From an optimization exercise on the open Yosys and OpenROAD flow, aimed at small area, a short achievable clock period and few clock cycles per item; shortcuts taken in it are not production practice.
Function was checked by simulation only, so behaviour that the tests miss may differ from the original.

`design/flow/run.sh`:
```
#!/bin/bash
# synth_recipe.tcl (not shown) runs the flow's synth.tcl, then flattens the netlist and writes it again
# the make line also repeats each setting of config.mk as NAME=value (left out here)
make -C /OpenROAD-flow-scripts/flow DESIGN_CONFIG=/design/flow/config.mk WORK_HOME=/design/flow/orfs CLKGATE_MAP_FILE= SYNTH_SCRIPT=/design/flow/synth_recipe.tcl finish
```
`design/flow/config.mk`:
```
export PLATFORM = sky130hd
export DESIGN_NAME = cle_current_loop
export DESIGN_NICKNAME = cle_current_loop
export VERILOG_FILES = /design/flow/design.v
export SDC_FILE = /design/flow/constraint.sdc
export NUM_CORES = 4
export LEC_CHECK = 0
export CAP_MARGIN = 20
export CORE_MARGIN = 2
export CORE_UTILIZATION = 30
export PLACE_DENSITY = 0.45
export SLEW_MARGIN = 20
```
`design/flow/constraint.sdc`:
```
create_clock -name core_clock -period 25.0 [get_ports {clk}]
set_input_delay 5.0000 -clock core_clock [delete_from_list [all_inputs] [get_ports {clk}]]
set_output_delay 5.0000 -clock core_clock [all_outputs]
set_load 0.01 [all_outputs]
```
`design/flow/design.v`:
```
module cle_current_loop (
    input  wire        clk,
    input  wire        rst,
    input  wire        start,
    output wire        ready,
    output wire        done,
    input  wire        init,
    input  wire [1:0]  phase_pair,
    input  wire        svm_mode,
    input  wire [31:0] i_x,
    input  wire [31:0] i_y,
    input  wire [31:0] cos_t,
    input  wire [31:0] sin_t,
    input  wire [31:0] id_ref,
    input  wire [31:0] iq_ref,
    input  wire [31:0] kp_d,
    input  wire [31:0] ki_d,
    input  wire [31:0] kp_q,
    input  wire [31:0] ki_q,
    input  wire [31:0] k_dc,
    input  wire [31:0] v_lim,
    input  wire [23:0] period,
    input  wire [12:0] dt,
    output wire [31:0] id_meas,
    output wire [31:0] iq_meas,
    output wire [31:0] m_d,
    output wire [31:0] m_q,
    output wire [26:0] rise_a,
    output wire [26:0] fall_a,
    output wire [26:0] rise_b,
    output wire [26:0] fall_b,
    output wire [26:0] rise_c,
    output wire [26:0] fall_c,
    output wire [26:0] orise_a,
    output wire [26:0] ofall_a,
    output wire [26:0] orise_b,
    output wire [26:0] ofall_b,
    output wire [26:0] orise_c,
    output wire [26:0] ofall_c,
    output wire [5:0]  sat,
    output wire [1:0]  vlim_d,
    output wire [1:0]  vlim_q
);
    localparam [32:0] INV_B = 33'd1239850262;    
    localparam [32:0] S32_B = 33'd1859775393;    
    localparam [26:0] NEVER = 27'h7FF_FFF8;
    reg [4:0]  k;             
    reg [4:0]  kd;            
    reg        done_r;
    reg [31:0] r_cos, r_sin, r_idr, r_iqr, r_kpd, r_kid, r_kpq, r_kiq, r_kdc, r_vlim;
    reg [23:0] r_per;
    reg [12:0] r_dt;
    reg        r_svm, r_init;
    reg [31:0] r_ia;
    reg [35:0] aop;
    reg [32:0] bop;
    reg [68:0] P;
    reg [31:0] r_id, r_iq, r_md, r_mq;
    reg [31:0] r_eq;          
    reg        ed_pos, ed_neg;
    reg [33:0] pt_q;          
    reg [33:0] pt_d;          
    reg [31:0] acc_d, acc_q;
    reg [1:0]  cut_d, cut_q;
    reg [34:0] r_ub, r_uc;    
    reg [26:0] r_ra, r_fa, r_rb, r_fb, r_rc, r_fc;
    reg [5:0]  fl, flo;
    reg [23:0] per_o;
    reg [12:0] dt_o;
    reg        need_sq;
    reg [63:0] sq_rad;
    reg [33:0] sq_rem;
    reg [31:0] sq_root;
    reg [2:0]  sq_cnt;
    reg        sq_run, sq_fin;
    assign ready = (k == 5'd0) || (k == 5'd26);
    assign done  = done_r;
    wire signed [33:0] nsum  = -($signed({{2{i_x[31]}}, i_x}) + $signed({{2{i_y[31]}}, i_y}));
    wire               n_ovf = ~(&nsum[33:31] | ~|nsum[33:31]);
    wire [31:0]        n_val = n_ovf ? (nsum[33] ? 32'h8000_0000 : 32'h7FFF_FFFF) : nsum[31:0];
    reg  [31:0]        ia_in, ib_in;
    always @(*) begin
        case (phase_pair)
            2'd0:    begin ia_in = i_x;   ib_in = i_y;   end
            2'd1:    begin ia_in = n_val; ib_in = i_x;   end
            default: begin ia_in = i_y;   ib_in = n_val; end
        endcase
    end
    wire        xf_in = (phase_pair != 2'd0) & n_ovf;
    wire [35:0] s_in  = {{4{ia_in[31]}}, ia_in} + {{3{ib_in[31]}}, ib_in, 1'b0};
    wire issue = (k >= 5'd1 && k <= 5'd17 && !(k == 5'd15 && need_sq)) ||
                 k == 5'd19 || (k >= 5'd21 && k <= 5'd26);
    wire m_neg = (k == 5'd2) || (k == 5'd13) || (k == 5'd15);
    wire m_acc = (k == 5'd3) || (k == 5'd5) || (k == 5'd13) || (k == 5'd15) || (k == 5'd17);
    wire [68:0] mac;
    cle_booth_mac u_mac (.a(aop), .b(bop), .neg(m_neg), .c(m_acc ? P : 69'd0), .p(mac));
    wire [38:0] r31 = P[68:30] + 39'd1;           
    wire [45:0] r24 = P[68:23] + 46'd1;           
    wire [37:0] q31 = r31[38:1];
    wire [44:0] q24 = r24[45:1];
    function [32:0] sat45;
        input [44:0] v;
        begin
            if (&v[44:31] || ~|v[44:31]) sat45 = {1'b0, v[31:0]};
            else                         sat45 = {1'b1, v[44] ? 32'h8000_0000 : 32'h7FFF_FFFF};
        end
    endfunction
    wire [32:0] s31 = sat45({{7{q31[37]}}, q31});
    wire [32:0] s24 = sat45(q24);
    wire [32:0] e_diff_q = {r_iqr[31], r_iqr} - {s31[31], s31[31:0]};
    wire [32:0] e_diff_d = {r_idr[31], r_idr} - {s31[31], s31[31:0]};
    wire [32:0] e_q_s = sat45({{12{e_diff_q[32]}}, e_diff_q});
    wire [32:0] e_d_s = sat45({{12{e_diff_d[32]}}, e_diff_d});
    wire [33:0] pt_in = (&q24[44:33] || ~|q24[44:33]) ? q24[33:0]
                                                       : (q24[44] ? 34'h2_0000_0000 : 34'h1_FFFF_FFFF);
    wire        is_q     = (kd == 5'd9);
    wire [31:0] acc_old  = r_init ? 32'd0 : (is_q ? acc_q : acc_d);
    wire [1:0]  lim_old  = r_init ? 2'd0 : (is_q ? cut_q : cut_d);
    wire        e_pos    = is_q ? (~r_eq[31] & |r_eq) : ed_pos;
    wire        e_neg    = is_q ? r_eq[31] : ed_neg;
    wire        hold     = (lim_old[0] & e_pos) | (lim_old[1] & e_neg);
    wire [44:0] acc_sum  = {{13{acc_old[31]}}, acc_old} + (hold ? 45'd0 : q24);
    wire [32:0] acc_cl   = sat45(acc_sum);
    wire [34:0] v_sum    = {(is_q ? {pt_q[33], pt_q} : {pt_d[33], pt_d})} + {{3{acc_cl[31]}}, acc_cl[31:0]};
    wire [32:0] v_s      = sat45({{10{v_sum[34]}}, v_sum});
    wire [31:0] neg_vlim = -r_vlim;
    wire        md_hi    = $signed(s24[31:0]) > $signed(r_vlim);
    wire        md_lo    = $signed(s24[31:0]) < $signed(neg_vlim);
    wire [31:0] md_v     = md_hi ? r_vlim : (md_lo ? neg_vlim : s24[31:0]);
    wire [32:0] u1       = {1'b0, r_vlim} - {md_v[31], md_v};
    wire [32:0] u2       = {1'b0, r_vlim} + {md_v[31], md_v};
    wire signed [33:0] t_w    = {{2{q31[31]}}, q31[31:0]};
    wire signed [33:0] pa     = {{2{pt_d[31]}}, pt_d[31:0]};
    wire signed [33:0] half_a = pa >>> 1;
    wire signed [33:0] pb     = t_w - half_a;
    wire signed [33:0] pc     = -half_a - t_w;
    wire signed [33:0] pmax   = (pa >= pb) ? ((pa >= pc) ? pa : pc) : ((pb >= pc) ? pb : pc);
    wire signed [33:0] pmin   = (pa <= pb) ? ((pa <= pc) ? pa : pc) : ((pb <= pc) ? pb : pc);
    wire signed [33:0] amax   = pmax[33] ? -pmax : pmax;
    wire signed [33:0] amin   = pmin[33] ? -pmin : pmin;
    wire signed [34:0] sum_mm = {pmax[33], pmax} + {pmin[33], pmin};
    wire signed [34:0] k_s32  = 35'sd1859775393;
    wire signed [34:0] pmax_w = {pmax[33], pmax};
    wire signed [34:0] pmin_w = {pmin[33], pmin};
    wire signed [34:0] m0_sym = -(sum_mm >>> 1);
    wire signed [34:0] m0     = (r_svm == 1'b0) ? m0_sym
                              : (amax >= amin)  ? (k_s32 - pmax_w)
                                                : (-k_s32 - pmin_w);
    wire [34:0] ua = {pa[33], pa} + m0;
    wire [34:0] ub = {pb[33], pb} + m0;
    wire [34:0] uc = {pc[33], pc} + m0;
    wire signed [38:0] d_raw = $signed({q31[37], q31}) + 39'sd1073741824;
    wire        d_lo  = d_raw[38];
    wire        d_hi  = !d_raw[38] && (d_raw > 39'sd2147483648);
    wire [31:0] w_v   = d_lo ? 32'h8000_0000 : (d_hi ? 32'd0 : (32'h8000_0000 - d_raw[31:0]));
    wire [26:0] p8     = {per_o, 3'd0};
    wire [26:0] e_h    = P[55:29];
    wire [26:0] e_rise = e_h + {26'd0, P[28]};
    wire [26:0] e_fall = p8 - e_h - {26'd0, P[28] & |P[27:0]};
    reg  [31:0] w_cur;
    always @(*) begin
        case (kd)
            5'd24:   w_cur = r_ub[31:0];
            5'd25:   w_cur = r_uc[31:0];
            default: w_cur = r_eq;
        endcase
    end
    wire [26:0] rise_v = (w_cur == 32'h8000_0000) ? NEVER : e_rise;
    wire [26:0] fall_v = (w_cur == 32'd0) ? NEVER : e_fall;
    reg [63:0] sq_rad_n;
    reg [33:0] sq_rem_n;
    reg [31:0] sq_root_n;
    reg [35:0] sq_sh, sq_tr;
    integer    si;
    always @(*) begin
        sq_rad_n  = sq_rad;
        sq_rem_n  = sq_rem;
        sq_root_n = sq_root;
        for (si = 0; si < 4; si = si + 1) begin
            sq_sh = {sq_rem_n, sq_rad_n[63:62]};
            sq_tr = {2'b00, sq_root_n, 2'b01};
            sq_rad_n = {sq_rad_n[61:0], 2'b00};
            if (sq_sh >= sq_tr) begin
                sq_rem_n  = sq_sh[33:0] - sq_tr[33:0];
                sq_root_n = {sq_root_n[30:0], 1'b1};
            end else begin
                sq_rem_n  = sq_sh[33:0];
                sq_root_n = {sq_root_n[30:0], 1'b0};
            end
        end
    end
    wire [31:0] lq = cut_q[0] ? sq_root : -sq_root;
    wire [27:0] pm1  = {1'b0, per_o, 3'd0} - 28'd1;
    wire [15:0] dead = {dt_o, 3'd0};
    function [26:0] odd_rise;
        input [26:0] er, ef;
        input [15:0] dead;
        input [27:0] pm1;
        reg   [27:0] s;
        begin
            s = {1'b0, ef} + {12'd0, dead};
            if (er == NEVER)      odd_rise = 27'd0;
            else if (ef == NEVER) odd_rise = NEVER;
            else                  odd_rise = (s > pm1) ? pm1[26:0] : s[26:0];
        end
    endfunction
    function [26:0] odd_fall;
        input [26:0] er, ef;
        input [15:0] dead;
        input [27:0] pm1;
        reg   [28:0] s;
        begin
            s = {2'b0, er} - {13'd0, dead};
            if (er == NEVER)      odd_fall = NEVER;
            else if (ef == NEVER) odd_fall = 27'd0;
            else if (s[28])       odd_fall = 27'd0;
            else                  odd_fall = (s[27:0] > pm1) ? pm1[26:0] : s[26:0];
        end
    endfunction
    assign id_meas = r_id;
    assign iq_meas = r_iq;
    assign m_d     = r_md;
    assign m_q     = r_mq;
    assign rise_a  = r_ra;  assign fall_a = r_fa;
    assign rise_b  = r_rb;  assign fall_b = r_fb;
    assign rise_c  = r_rc;  assign fall_c = r_fc;
    assign orise_a = odd_rise(r_ra, r_fa, dead, pm1);  assign ofall_a = odd_fall(r_ra, r_fa, dead, pm1);
    assign orise_b = odd_rise(r_rb, r_fb, dead, pm1);  assign ofall_b = odd_fall(r_rb, r_fb, dead, pm1);
    assign orise_c = odd_rise(r_rc, r_fc, dead, pm1);  assign ofall_c = odd_fall(r_rc, r_fc, dead, pm1);
    assign sat     = flo;
    assign vlim_d  = cut_d;
    assign vlim_q  = cut_q;
    wire capture = start && (k == 5'd0 || k == 5'd26);
    always @(posedge clk) begin
        if (rst) begin
            k       <= 5'd0;
            kd      <= 5'd0;
            done_r  <= 1'b0;
            acc_d   <= 32'd0;
            acc_q   <= 32'd0;
            cut_d   <= 2'd0;
            cut_q   <= 2'd0;
            need_sq <= 1'b0;
            sq_run  <= 1'b0;
            sq_fin  <= 1'b0;
        end else begin
            kd     <= issue ? k : 5'd0;
            done_r <= (kd == 5'd26);
            if (issue) P <= mac;
            case (k)
                5'd1:  begin aop <= {{4{r_ia[31]}}, r_ia}; bop <= {r_sin[31], r_sin}; end
                5'd2:  begin aop <= {{4{s31[31]}}, s31[31:0]}; bop <= {r_cos[31], r_cos}; end
                5'd3:  begin bop <= {r_sin[31], r_sin}; end
                5'd4:  begin aop <= {{4{r_ia[31]}}, r_ia}; bop <= {r_cos[31], r_cos}; end
                5'd5:  begin aop <= {{4{r_eq[31]}}, r_eq}; bop <= {1'b0, r_kpq}; end
                5'd6:  begin aop <= {{4{e_d_s[31]}}, e_d_s[31:0]}; bop <= {1'b0, r_kpd}; end
                5'd7:  begin bop <= {1'b0, r_kid}; end
                5'd8:  begin aop <= {{4{r_eq[31]}}, r_eq}; bop <= {1'b0, r_kiq}; end
                5'd9:  begin aop <= {{4{v_s[31]}}, v_s[31:0]}; bop <= {1'b0, r_kdc}; end
                5'd10: begin aop <= {{4{v_s[31]}}, v_s[31:0]}; end
                5'd11: begin aop <= {3'd0, u1}; bop <= u2; end
                5'd12: begin aop <= {{4{s24[31]}}, s24[31:0]}; bop <= {s24[31], s24[31:0]}; end
                5'd13: begin aop <= {{4{r_md[31]}}, r_md}; bop <= {r_cos[31], r_cos}; end
                5'd14: begin aop <= {{4{r_mq[31]}}, r_mq}; bop <= {r_sin[31], r_sin}; end
                5'd15: begin
                    if (sq_fin && need_sq) aop <= {{4{lq[31]}}, lq};
                    else if (!need_sq) begin aop <= {{4{r_md[31]}}, r_md}; bop <= {r_sin[31], r_sin}; end
                end
                5'd16: begin aop <= {{4{r_mq[31]}}, r_mq}; bop <= {r_cos[31], r_cos}; end
                5'd18: begin aop <= {{4{s31[31]}}, s31[31:0]}; bop <= S32_B; end
                5'd20: begin aop <= {ua[34], ua}; bop <= INV_B; end
                5'd21: begin aop <= {r_ub[34], r_ub}; end
                5'd22: begin aop <= {r_uc[34], r_uc}; end
                5'd23: begin aop <= {4'd0, r_ub[31:0]}; bop <= {9'd0, r_per}; end
                5'd24: begin aop <= {4'd0, r_uc[31:0]}; per_o <= r_per; dt_o <= r_dt; end
                5'd25: begin aop <= {4'd0, r_eq}; flo <= fl; end
                default: ;
            endcase
            if (capture) begin
                k      <= 5'd1;
                r_cos  <= cos_t;  r_sin <= sin_t;
                r_idr  <= id_ref; r_iqr <= iq_ref;
                r_kpd  <= kp_d;   r_kid <= ki_d;
                r_kpq  <= kp_q;   r_kiq <= ki_q;
                r_kdc  <= k_dc;   r_vlim <= v_lim;
                r_per  <= period; r_dt  <= dt;
                r_svm  <= svm_mode;
                r_init <= init;
                r_ia   <= ia_in;
                aop    <= s_in;
                bop    <= INV_B;
                fl     <= {5'd0, xf_in};
            end else if (k == 5'd26) begin
                k <= 5'd0;
            end else if (k == 5'd15) begin
                if (!need_sq) k <= 5'd16;
            end else if (k != 5'd0) begin
                k <= k + 5'd1;
            end
            case (kd)
                5'd1: fl[0] <= fl[0] | s31[32];
                5'd3: begin
                    r_iq  <= s31[31:0];
                    fl[0] <= fl[0] | s31[32];
                    r_eq  <= e_q_s[31:0];
                end
                5'd5: begin
                    r_id   <= s31[31:0];
                    fl[0]  <= fl[0] | s31[32];
                    ed_pos <= ~e_d_s[31] & |e_d_s[31:0];
                    ed_neg <= e_d_s[31];
                end
                5'd6: pt_q <= pt_in;
                5'd7: pt_d <= pt_in;
                5'd8: begin
                    acc_d <= acc_cl[31:0];
                    fl[1] <= fl[1] | acc_cl[32] | v_s[32];
                end
                5'd9: begin
                    acc_q <= acc_cl[31:0];
                    fl[2] <= fl[2] | acc_cl[32] | v_s[32];
                end
                5'd10: begin
                    fl[3] <= fl[3] | s24[32];
                    r_md  <= md_v;
                    cut_d <= {md_lo & ~md_hi, md_hi};
                end
                5'd11: begin
                    fl[3] <= fl[3] | s24[32];
                    r_mq  <= s24[31:0];
                end
                5'd13: begin
                    if (P[68]) begin
                        cut_q   <= r_mq[31] ? 2'b10 : 2'b01;
                        need_sq <= 1'b1;
                    end else begin
                        cut_q   <= 2'b00;
                    end
                end
                5'd15: begin
                    pt_d  <= {s31[31], s31[31], s31[31:0]};
                    fl[4] <= fl[4] | s31[32];
                end
                5'd17: fl[4] <= fl[4] | s31[32];
                5'd19: begin
                    r_ub <= ub;
                    r_uc <= uc;
                end
                5'd21: begin r_ub <= {3'd0, w_v}; fl[5] <= fl[5] | d_lo | d_hi; end
                5'd22: begin r_uc <= {3'd0, w_v}; fl[5] <= fl[5] | d_lo | d_hi; end
                5'd23: begin r_eq <= w_v;         fl[5] <= fl[5] | d_lo | d_hi; end
                5'd24: begin r_ra <= rise_v; r_fa <= fall_v; end
                5'd25: begin r_rb <= rise_v; r_fb <= fall_v; end
                5'd26: begin r_rc <= rise_v; r_fc <= fall_v; end
                default: ;
            endcase
            if (kd == 5'd12) begin
                sq_rad  <= {2'b00, P[61:0]};
                sq_rem  <= 34'd0;
                sq_root <= 32'd0;
                sq_cnt  <= 3'd0;
                sq_run  <= 1'b1;
                sq_fin  <= 1'b0;
            end else if (sq_run) begin
                sq_rad  <= sq_rad_n;
                sq_rem  <= sq_rem_n;
                sq_root <= sq_root_n;
                sq_cnt  <= sq_cnt + 3'd1;
                if (sq_cnt == 3'd7) begin
                    sq_run <= 1'b0;
                    sq_fin <= 1'b1;
                end
            end else if (sq_fin) begin
                sq_fin <= 1'b0;
                if (need_sq) begin
                    r_mq    <= lq;
                    need_sq <= 1'b0;
                end
            end
        end
    end
endmodule
module cle_booth_mac (
    input  wire [35:0] a,
    input  wire [32:0] b,
    input  wire        neg,
    input  wire [68:0] c,
    output wire [68:0] p
);
    wire [35:0] bx = {b[32], b[32], b, 1'b0};
    wire [37:0] a1 = {a[35], a[35], a};
    wire [37:0] a2 = {a[35], a, 1'b0};
    function [68:0] corr;
        input dummy;
        integer j;
        begin
            corr = 69'd0;
            for (j = 0; j < 17; j = j + 1) corr = corr + (69'd1 << (37 + 2 * j));
        end
    endfunction
    reg [68:0] sum;
    reg [2:0]  d;
    reg [37:0] sel, row;
    reg        sg;
    integer    i;
    always @(*) begin
        sum = c - corr(1'b0);
        for (i = 0; i < 17; i = i + 1) begin
            d   = bx[2 * i +: 3];
            case (d)
                3'b001, 3'b010, 3'b101, 3'b110: sel = a1;
                3'b011, 3'b100:                 sel = a2;
                default:                        sel = 38'd0;
            endcase
            sg  = d[2] ^ neg;
            row = sg ? ~sel : sel;
            sum = sum + ({31'd0, ~row[37], row[36:0]} << (2 * i)) + ({68'd0, sg} << (2 * i));
        end
    end
    assign p = sum;
endmodule
```
==> results.txt <==
==> synthesized netlist by cell type, types with 26 or more instances <==
master    instances
a211oi_1         76
a21boi_0         87
a21o_1          279
a21oi_1        1172
a221oi_1         94
a222oi_1         37
a22oi_1         614
a31oi_1         103
and2_1          132
and3_1           87
buf_1            77
clkbuf_1        718
dfxtp_1          82
edfxtp_1       1172
fa_1            602
ha_1           1353
inv_1          1440
mux2_2           34
mux2i_1         268
nand2_1        1161
nand2b_1        153
nand3_1         283
nand4_1         193
nor2_1         1078
nor2b_1         136
nor3_1          304
nor4_1           92
o211ai_1        127
o21a_1           81
o21ai_0         919
o21ai_1          35
o21bai_1        188
o22a_1           26
o22ai_1          34
o31ai_1          63
or2_2            44
or3_1           105
xnor2_1        1051
xor2_1          645
==> through the flow <==
| step | utilization (%) | hold WS (ps) | area, sq um |
|---|---|---|---|
| floorplan | - | 400 | 139000 |
| global placement | 34.1 | 405 | 157000 |
| detailed placement | 34.1 | 405 | 157000 |
| CTS | 35.2 | 422 | 162000 |
| global route | 35.3 | 431 | 162000 |
| finish | 35.3 | 421 | 163000 |
==> cell families after synthesis <==
logic type,count (synthesis),synth area share [%]
xor gates and xnor gates,1707,10.9
AOI/OAI and AO/OA,4281,19.9
muxes,305,2.24
and+or+nand+nor,3895,13.2
buffers and inverters,2271,6.20
adders and majority gates,1970,21.0
DFF,1254,26.6
==> path summary, 6_finish.rpt <==
path	startpoint	slack, ps	cells past startpoint	to
setup / recovery	P[32]	2290	85	r_ub[34]
hold / removal	r_dt[3]	420	0	dt_o[3]
setup reg to reg	P[32]	2290	85	r_ub[34]
hold reg to reg	r_dt[3]	420	0	dt_o[3]
==> registers in the layout, summed over array words and instances, names as in the netlist, 33 cells and up <==
register / count
P: 69
sq_rad: 64
aop: 35
r_ub: 35
r_uc: 35
pt_d: 34
pt_q: 34
sq_rem: 34
bop: 33
==> routing by layer <==
metal  GRT usage [%]  vias up  wire length, microns
met5               0        -                   295
met4            16.2       42                 47500
met3            5.71     1185                 63300
met2            49.5     6419                338000
met1            40.7    65000                311000
li1                -    57500                     -
==> final cells by class <==
class / instances / share of cell area, %
tap: 6149 / 4.73
sequential: 1254 / 22.7
clock buffer: 193 / 2.60
antenna: 143 / 0.220
clock inverter: 100 / 0.667
multi-input combinational: 12200 / 58.0
inverter: 1451 / 3.35
timing repair buffer: 1388 / 7.79
==> results.sh <==
export IMPL_cts_sinks=1254
export IMPL_relSlewSlack_pct=13.0
export IMPL_wl_per_cell_microns=33.3
export IMPL_synth_nets=18100
export IMPL_grt_pass1_vias=123000
export IMPL_viasPerCell=5.70
export IMPL_cp_max_fo=20
export IMPL_drive_gt1_share_pct=6.44
export IMPL_hpwl_microns=613000
export IMPL_grt_ovfl_total=0
export IMPL_h_tree_depth=4
export IMPL_yosysWarnings=2
export IMPL_cp_top_family="compound AO/OA/AOI/OAI gates"
export IMPL_critPathRequiredTime_ps=25610
export IMPL_clk_latency_ps=930
export IMPL_grt_pass1_wl_microns=1030000
export IMPL_critPathMaxStageDelay_ps=1070
export IMPL_fin_cells=22800
export IMPL_dieArea_sq_mm=0.468
export IMPL_worstHoldPathType="reg2reg"
export IMPL_most_common_layout_cells="inv_1, ha_1, edfxtp_1"
export IMPL_fp_dieW_microns=684
export IMPL_cts_setup_buffers=0
export IMPL_numCtsBuffers=161
export IMPL_worst_slack_ps=2290
export IMPL_die_h_microns=684
export IMPL_outcome="no timing/DRC/antenna violations"
export IMPL_syn_to_final_growth_pct=17.2
export IMPL_crit_slowest_cell="a211oi_1"
export IMPL_fin_crit_ps=22710
export IMPL_final_nets=18800
export IMPL_multi_input_area_sq_mm=0.0942
export IMPL_yosysTopAreaCellShare_pct=25.4
export IMPL_drc=0
export IMPL_maxCapViolCount=0
export IMPL_synth_seq_cells=1254
export IMPL_grt_total_usage_pct=31.3
export IMPL_cts_tree="yes"
export IMPL_fin_crit_sh_pct=90.8
export IMPL_n_fill_cell=47800
export IMPL_start_kind="register"
export IMPL_clockBufferDepth=4
export IMPL_skew_ps=85.8
export IMPL_fp_row_count=249
export IMPL_dp_cells=22400
export IMPL_setup_tns_ps=0
export IMPL_grt_max_degree=78
export IMPL_ios=892
export IMPL_yosys_most_used_dff="edfxtp_1"
export IMPL_synth_top_area_cell="edfxtp_1"
export IMPL_yosysUniqueCellTypes=129
export IMPL_mostFrequentLayoutCell="inv_1"
export IMPL_report_final_slew_viol_count=0
export IMPL_synth_area_leaders="edfxtp_1, ha_1, fa_1"
export IMPL_place_ws_ps=3180
export IMPL_antenna_found_initial=95
export IMPL_portBuffers=891
export IMPL_critPathArrivalTime_ps=23320
export IMPL_max_clock_freq_mhz=44.0
export IMPL_synth_edff_count=1172
export IMPL_ctsHoldBuffers=0
export IMPL_postSynthAreaPerCell_sq_um=8.84
export IMPL_crit_type="reg2reg"
export IMPL_regArea_sq_mm=0.0368
export IMPL_synth_async_reset_ratio_pct=0
export IMPL_drt_pass1_iter_count=10
export IMPL_end_kind="register"
export IMPL_cts_root_buf="clkbuf_16"
export IMPL_clkTransAtPathRegs_ps=60
export IMPL_vias=130000
export IMPL_detail_route_iter0_violations=15600
export IMPL_setup_violations=0
export IMPL_synth_cells=15700
export IMPL_drtAntennaViolNets=0
export IMPL_cp_common_cell="o21ai_0"
export IMPL_rsz0062_at_grt="no"
export IMPL_hold_violations=0
export IMPL_syn_cell_area_sq_mm=0.139
export IMPL_worst_pin_slew_ps=1310
export IMPL_coreArea_sq_mm=0.460
export IMPL_start_util_pct=30.1
export IMPL_yosysSeqAreaShare_pct=26.6
export IMPL_gp_congestion=1.00
export IMPL_cts_resized=0
export IMPL_drt_wl_total_microns=760000
export IMPL_cp_buffers_inverters=4
Testbench counts, summed over its fixed seeds: cycles 63,840, items 2,048.

## static timing again, ports no longer ideal
In the flow no input, the clock included, has a driving cell. The finished layout below was timed again as built, in two steps.
Step 1: set_driving_cell puts a clkbuf_16 on clk and a buf_2 on each other input, an assumption about the parent block.
Step 2 also shifts input and output timing later by t, the mid clock arrival at the registers, as if the neighbouring blocks saw the same clock.
a / b / c = ideal ports / drivers / drivers and shift; a / b = the first two.
t, ns: 1.006
setup WS [ns]: 2.292 / 2.292 / 2.292
worst register clock-pin slew, ns: 0.09 / 0.09
After both steps setup and hold are still met in this run. For this run, drivers alone change the setup slack by 0.000 ns; drivers and shift together by 0.000 ns.
